Background: an optimization exercise with open tools, aiming at small area and a short achievable clock period. Do not read the settings as production practice.
Function was checked by simulation only, so behaviour that the tests miss may differ from the original.
No activity file was given, so power comes from the tool's default toggle rates.

$ cat config.mk
export PLATFORM = sky130hd
export DESIGN_NAME = lane_contrib
export DESIGN_NICKNAME = lane_contrib
export VERILOG_FILES = /design/flow/design.v
export SDC_FILE = /design/flow/constraint.sdc
export NUM_CORES = 4
export LEC_CHECK = 0
export CAP_MARGIN = 20
export CORE_MARGIN = 2
export CORE_UTILIZATION = 40
export SLEW_MARGIN = 20
$ cat constraint.sdc
create_clock -name core_clock -period 16.0 [get_ports {clk}]
set_input_delay 3.2000 -clock core_clock [delete_from_list [all_inputs] [get_ports {clk}]]
set_output_delay 3.2000 -clock core_clock [all_outputs]
set_load 0.01 [all_outputs]
$ cat design.v
module lane_contrib (
    input  wire          clk,
    input  wire          rst,
    input  wire          in_valid,
    input  wire          m_kind4,
    input  wire [3:0]    m_count,
    input  wire [4:0]    m_exp,
    input  wire [1:0]    w_fmt,       
    input  wire [7:0]    w_scale,
    input  wire [7:0]    w_offset,
    input  wire [63:0]   w_code,      
    input  wire [127:0]  esc_entry,   
    input  wire [7:0]    esc_ok,      
    output reg           out_valid,
    output reg  [255:0]  out_contrib,  
    output reg  [7:0]    out_sat,
    output reg  [7:0]    out_nonfin,
    output reg  [7:0]    out_escovr
);
    wire [255:0] c;
    wire [7:0]   s, nf, eo;
    genvar i;
    generate
        for (i = 0; i < 8; i = i + 1) begin : g_lane
            lane_one u_lane (
                .m_kind4 (m_kind4),
                .m_count (m_count),
                .m_exp   (m_exp),
                .w_fmt   (w_fmt),
                .w_scale (w_scale),
                .w_offset(w_offset),
                .code    (w_code[8*i +: 8]),
                .entry   (esc_entry[16*i +: 16]),
                .ok      (esc_ok[i]),
                .contrib (c[32*i +: 32]),
                .sat     (s[i]),
                .nonfin  (nf[i]),
                .escovr  (eo[i])
            );
        end
    endgenerate
    always @(posedge clk) begin
        if (rst)
            out_valid <= 1'b0;
        else
            out_valid <= in_valid;
        out_contrib <= c;
        out_sat     <= s;
        out_nonfin  <= nf;
        out_escovr  <= eo;
    end
endmodule
module lane_one (
    input  wire        m_kind4,
    input  wire [3:0]  m_count,
    input  wire [4:0]  m_exp,
    input  wire [1:0]  w_fmt,
    input  wire [7:0]  w_scale,
    input  wire [7:0]  w_offset,
    input  wire [7:0]  code,
    input  wire [15:0] entry,
    input  wire        ok,
    output wire [31:0] contrib,
    output wire        sat,
    output wire        nonfin,
    output wire        escovr
);
    wire signed [4:0]  mq = m_kind4 ? {m_count[3], m_count} : {1'b0, m_count};
    wire        [4:0]  me = m_kind4 ? m_exp : 5'd0;
    wire signed [8:0]  q4  = {{5{code[3]}}, code[3:0]};
    wire signed [8:0]  q8  = {code[7], code};
    wire signed [8:0]  off = {w_offset[7], w_offset};
    wire block    = w_fmt[1];
    wire constant = block && (w_scale == 8'd0);
    wire escape   = block && !constant && !w_fmt[0] && (code[3:0] == 4'b1000);
    wire        b_sign = entry[15];
    wire [7:0]  b_exp  = entry[14:7];
    wire [6:0]  b_man  = entry[6:0];
    wire        b_nan  = (b_exp == 8'hFF) && (b_man != 7'd0);
    wire        b_inf  = (b_exp == 8'hFF) && (b_man == 7'd0);
    wire [7:0]  b_sig  = b_nan ? 8'd0 : b_inf ? 8'd255 :
                         (b_exp == 8'd0) ? {1'b0, b_man} : {1'b1, b_man};
    wire signed [9:0] b_e = b_inf ? 10'sd120 :
                            (b_exp == 8'd0) ? -10'sd133 : $signed({2'b00, b_exp}) - 10'sd134;
    wire signed [8:0] b_val = b_sign ? -$signed({1'b0, b_sig}) : $signed({1'b0, b_sig});
    reg signed [8:0] wq;
    reg signed [9:0] we;
    always @(*) begin
        if (!block) begin
            wq = w_fmt[0] ? q8 : q4;
            we = 10'sd0;
        end else if (constant) begin
            wq = off;
            we = 10'sd0;
        end else if (escape) begin
            wq = ok ? b_val : 9'sd0;
            we = b_e;
        end else begin
            wq = w_fmt[0] ? q8 : q4;
            we = $signed({2'b00, w_scale}) - 10'sd127;
        end
    end
    wire signed [13:0] p = mq * wq;
    wire signed [10:0] x = we + $signed({6'd0, me});
    wire        neg  = p[13];
    wire [13:0] mag  = neg ? -p : p;
    reg  [31:0] mres;      
    reg         movf;      
    reg  [45:0] wide;
    reg  [13:0] keep;
    reg  [13:0] rem;
    reg  [13:0] half;
    integer     sh;
    always @(*) begin
        mres = 32'd0;
        movf = 1'b0;
        wide = 46'd0;
        keep = 14'd0;
        rem  = 14'd0;
        half = 14'd0;
        sh   = 0;
        if (mag == 14'd0) begin
            mres = 32'd0;
        end else if (!x[10]) begin
            if (x > 11'sd32) begin
                movf = 1'b1;
            end else begin
                wide = {32'd0, mag} << x;
                movf = (wide[45:32] != 14'd0);
                mres = wide[31:0];
            end
        end else begin
            sh = -x;
            if (sh > 14) begin
                mres = 32'd0;
            end else begin
                keep = mag >> sh;
                rem  = mag & ((14'd1 << sh) - 14'd1);
                half = 14'd1 << (sh - 1);
                if (rem > half || (rem == half && keep[0]))
                    keep = keep + 14'd1;
                mres = {18'd0, keep};
            end
        end
    end
    wire pos_ovf = !neg && (movf || mres[31]);
    wire neg_ovf = neg && (movf || (mres > 32'h8000_0000));
    assign sat     = pos_ovf || neg_ovf;
    assign contrib = pos_ovf ? 32'h7FFF_FFFF :
                     neg_ovf ? 32'h8000_0000 :
                     neg ? -mres : mres;
    assign nonfin  = escape && ok && (b_exp == 8'hFF);
    assign escovr  = escape && !ok;
endmodule
$ cat run.sh
#!/bin/bash
# synth_recipe.tcl (not shown) runs the flow's synth.tcl, then flattens the netlist and writes it again
# the make line also repeats each setting of config.mk as NAME=value (left out here)
make -C /OpenROAD-flow-scripts/flow DESIGN_CONFIG=/design/flow/config.mk WORK_HOME=/design/flow/orfs CLKGATE_MAP_FILE= SYNTH_SCRIPT=/design/flow/synth_recipe.tcl finish
==> summary.txt <==
## area by class of cell
class | instances | area [um^2] | share of cell area
clock inverters | 21 | 265 | 0.00289
inverters | 581 | 2180 | 0.0238
flip-flops and latches | 281 | 5630 | 0.0614
repair buffers | 1193 | 10300 | 0.112
multi-input cells | 10200 | 68900 | 0.752
well taps | 2624 | 3280 | 0.0358
clock buffers | 48 | 1060 | 0.0116
diodes | 39 | 97.6 | 0.00106
## cells in the mapped netlist (207+ instances only)
| library cell | count |
|---|---|
| nand2_1 | 1218 |
| and2_1 | 259 |
| clkbuf_1 | 555 |
| nand3_1 | 451 |
| o21ai_0 | 634 |
| nor2_1 | 1293 |
| a211oi_1 | 241 |
| ha_1 | 442 |
| inv_1 | 566 |
| nand4_1 | 207 |
| xnor2_1 | 338 |
| dfxtp_1 | 281 |
| nor3_1 | 604 |
| a21oi_1 | 760 |
| fa_1 | 248 |
## through the flow
stage               power [mW]  utilization
finish                    22.3        0.469
global route              23.7        0.469
CTS                       21.6        0.468
detailed placement        20.6        0.461
global placement          20.5        0.461
floorplan                 13.4            -
## cells by family (layout without fill, tap and decap cells)
logic type	after synthesis	count (layout)	synth area share
fa+ha+maj	690	690	0.133
simple gates	5158	5158	0.325
other cells	0	39	0
buf+inv	1231	1843	0.0601
compound gates	3597	3597	0.316
flops	281	281	0.0715
mux	227	227	0.0379
xor+xnor	496	496	0.0558
## worst max-delay path: cells and delay by family
kind                       cells  cell delay (ps)
and+or+nand+nor               15             4940
AOI/OAI and AO/OA             13             3100
adders and majority gates      6             2520
buffers and inverters          6             1820
xor gates and xnor gates       2              680
## power by group through the flow
| stage | registers (mW) | logic, mW | clock network (mW) |
|---|---|---|---|
| CTS | 1.24 | 19.4 | 0.956 |
| global route | 1.27 | 21.5 | 0.976 |
| finish | 1.24 | 20.2 | 0.932 |
| global placement | 1.25 | 19.3 | 0 |
| detailed placement | 1.25 | 19.3 | 0 |
| floorplan | 1.40 | 12.0 | 0 |
## per-layer routing
layer / vias up / wire length (um) / global-route usage
met2: 6086 / 184000 / 0.627
met1: 47700 / 162000 / 0.490
met3: 1441 / 37200 / 0.0719
li1: 45100 / - / -
met4: 12 / 37100 / 0.305
met5: - / 77 / 0
## flip-flops by register name, summed over array words and instances (netlist names)
signal	count
out_valid	1
out_contrib	256
out_nonfin	8
out_sat	8
out_escovr	8
## cell usage in the layout (no fill, tap or decap), drive strengths merged, types with 281 or more instances in the layout
master	synthesis	final
ha	442	442
xnor2	338	338
nand2	1218	1218
nor3	619	619
inv	571	579
buf	94	686
dfxtp	281	281
nand3	452	452
o21ai	658	658
clkdlybuf4s50	0	504
a21oi	763	763
nor2	1293	1293
## final timing paths
kind | cells past startpoint | start | slack, ps | to
worst max-delay path | 42 | esc_entry[19] | 330 | out_contrib[54]$_SDFF_PP1_
worst min-delay path | 2 | rst | 3050 | out_valid$_SDFF_PP0_
## what timing repair did
| item | CTS | global route |
|---|---|---|
| endpoints found under the setup margin | 0 | 73 |
| setup buffers | 0 | 4 |
| gates resized for setup | 0 | 19 |
| hold endpoints to repair | 0 | 0 |
| hold buffers | 0 | 0 |
==> results.sh <==
export IMPL_post_place_ws_ps=-73.4
export IMPL_dpl_hpwl_um=337000
export IMPL_finalNetCount=13200
export IMPL_syn_inst=11700
export IMPL_grt_start_max_net_pins=59
export IMPL_seq_power_share=0.056
export IMPL_die_x_um=447
export IMPL_setup_viol=0
export IMPL_core_um2=195000
export IMPL_synth_area_um2=78700
export IMPL_cts_num_sinks=281
export IMPL_yosys_top_cells_area="dfxtp_1, ha_1, fa_1, nor2_1, nand2_1"
export IMPL_drtAntennaViolNets=0
export IMPL_p_clk_frac=0.042
export IMPL_clkTransAtPathRegs_ps=60
export IMPL_critPathMaxStageDelay_ps=690
export IMPL_clock_root_buffer="clkbuf_16"
export IMPL_hold_ws_ps=3050
export IMPL_combinationalPowerShare=0.903
export IMPL_critical_path_required_ps=16610
export IMPL_rsz0062_at_grt="no"
export IMPL_status="timing/DRC/antenna clean"
export IMPL_synth_async_reset_ratio=0
export IMPL_initial_core_util=0.403
export IMPL_grt_overflow=0
export IMPL_ys_ff_latch=281
export IMPL_min_period_over_period=0.980
export IMPL_vias=100000
export IMPL_worstSetupEndpointType="flop"
export IMPL_grt_pass1_wl_um=616000
export IMPL_synth_cell_types=131
export IMPL_p_sw_mw=13.4
export IMPL_cts_buffers_inserted=39
export IMPL_grt_pass1_vias=94000
export IMPL_drv_slew=0
export IMPL_cellPowerDensity_nw_per_um2=244
export IMPL_nFillCells=20100
export IMPL_cp_slowest_cell="clkdlybuf4s50_1"
export IMPL_fmax_mhz=63.8
export IMPL_io_pins=512
export IMPL_drt_pass1_iterations=8
export IMPL_internal_power_mw=8.95
export IMPL_drc_errors=0
export IMPL_maxCapViolCount=0
export IMPL_switching_share=0.599
export IMPL_worstSetupPathType="in -> reg"
export IMPL_yosys_area_top_type="dfxtp_1"
export IMPL_num_rows=162
export IMPL_worstPathArrival_ps=16290
export IMPL_area_growth_pct=16.5
export IMPL_grt_antenna_before_repair=49
export IMPL_cts_htree_levels=2
export IMPL_design_area_um2=91600
export IMPL_synth_top_area_frac=0.0715
export IMPL_ir_worst_vdd_mv=0.192
export IMPL_drive_above_1_share=0.0952
export IMPL_drt_total_wl_um=420000
export IMPL_viasPerCell=6.71
export IMPL_avgSynthCellArea_um2=6.73
export IMPL_dpl_cell_area_um2=90000
export IMPL_hp_class="in -> reg"
export IMPL_drtIter0Drc=12200
export IMPL_yosys_warnings=2
export IMPL_cp_max_fo=35
export IMPL_die_area_um2=200000
export IMPL_finalHoldViolations=0
export IMPL_synth_edff_count=0
export IMPL_crit_path_start_kind="input pin"
export IMPL_dp_cells=14800
export IMPL_routabilityCongestion=1.09
export IMPL_worst_slack_ps=327
export IMPL_syn_nets=12600
export IMPL_die_h_um=447
export IMPL_cts_buffer_depth=3
export IMPL_tightest_slew_ps=1190
export IMPL_port_buffers=511
export IMPL_relSlewSlack=0.205
export IMPL_final_cells=15000
export IMPL_grt_usage=0.402
export IMPL_wl_per_cell_um=28.1
export IMPL_layout_min_cycle_time_ps=15670
export IMPL_synth_seq_area_share=0.0715
export IMPL_cts_tree="yes"
export IMPL_tns_ps=0
export IMPL_synth_ff_type="dfxtp_1"
export IMPL_total_leakage_power_nw=35.6

## re-timing with driven ports
Ports are ideal in the flow. The routed layout listed here was re-timed in OpenROAD. Step 1 assumes that a clkbuf_16 drives the clock port and a buf_2 every other input. Step 2, shift: input delay + t, output delay - t, t = (earliest + latest rising clock arrival at the registers) / 2. This alone moves slack from input paths to output paths. a / b / c = ideal / step 1 / step 2; a / b = the first two.
t (ns): 0.757
slack for setup (ns): 0.327 / 0.394 / -0.363
worst hold slack (ns): 3.049 / 2.980 / 3.737
worst setup path after step 2: input to register
Met with ideal ports but missed after step 2: setup timing in this run. The setup slack of this run moves by +0.067 ns with the drivers and by -0.690 ns with both steps.
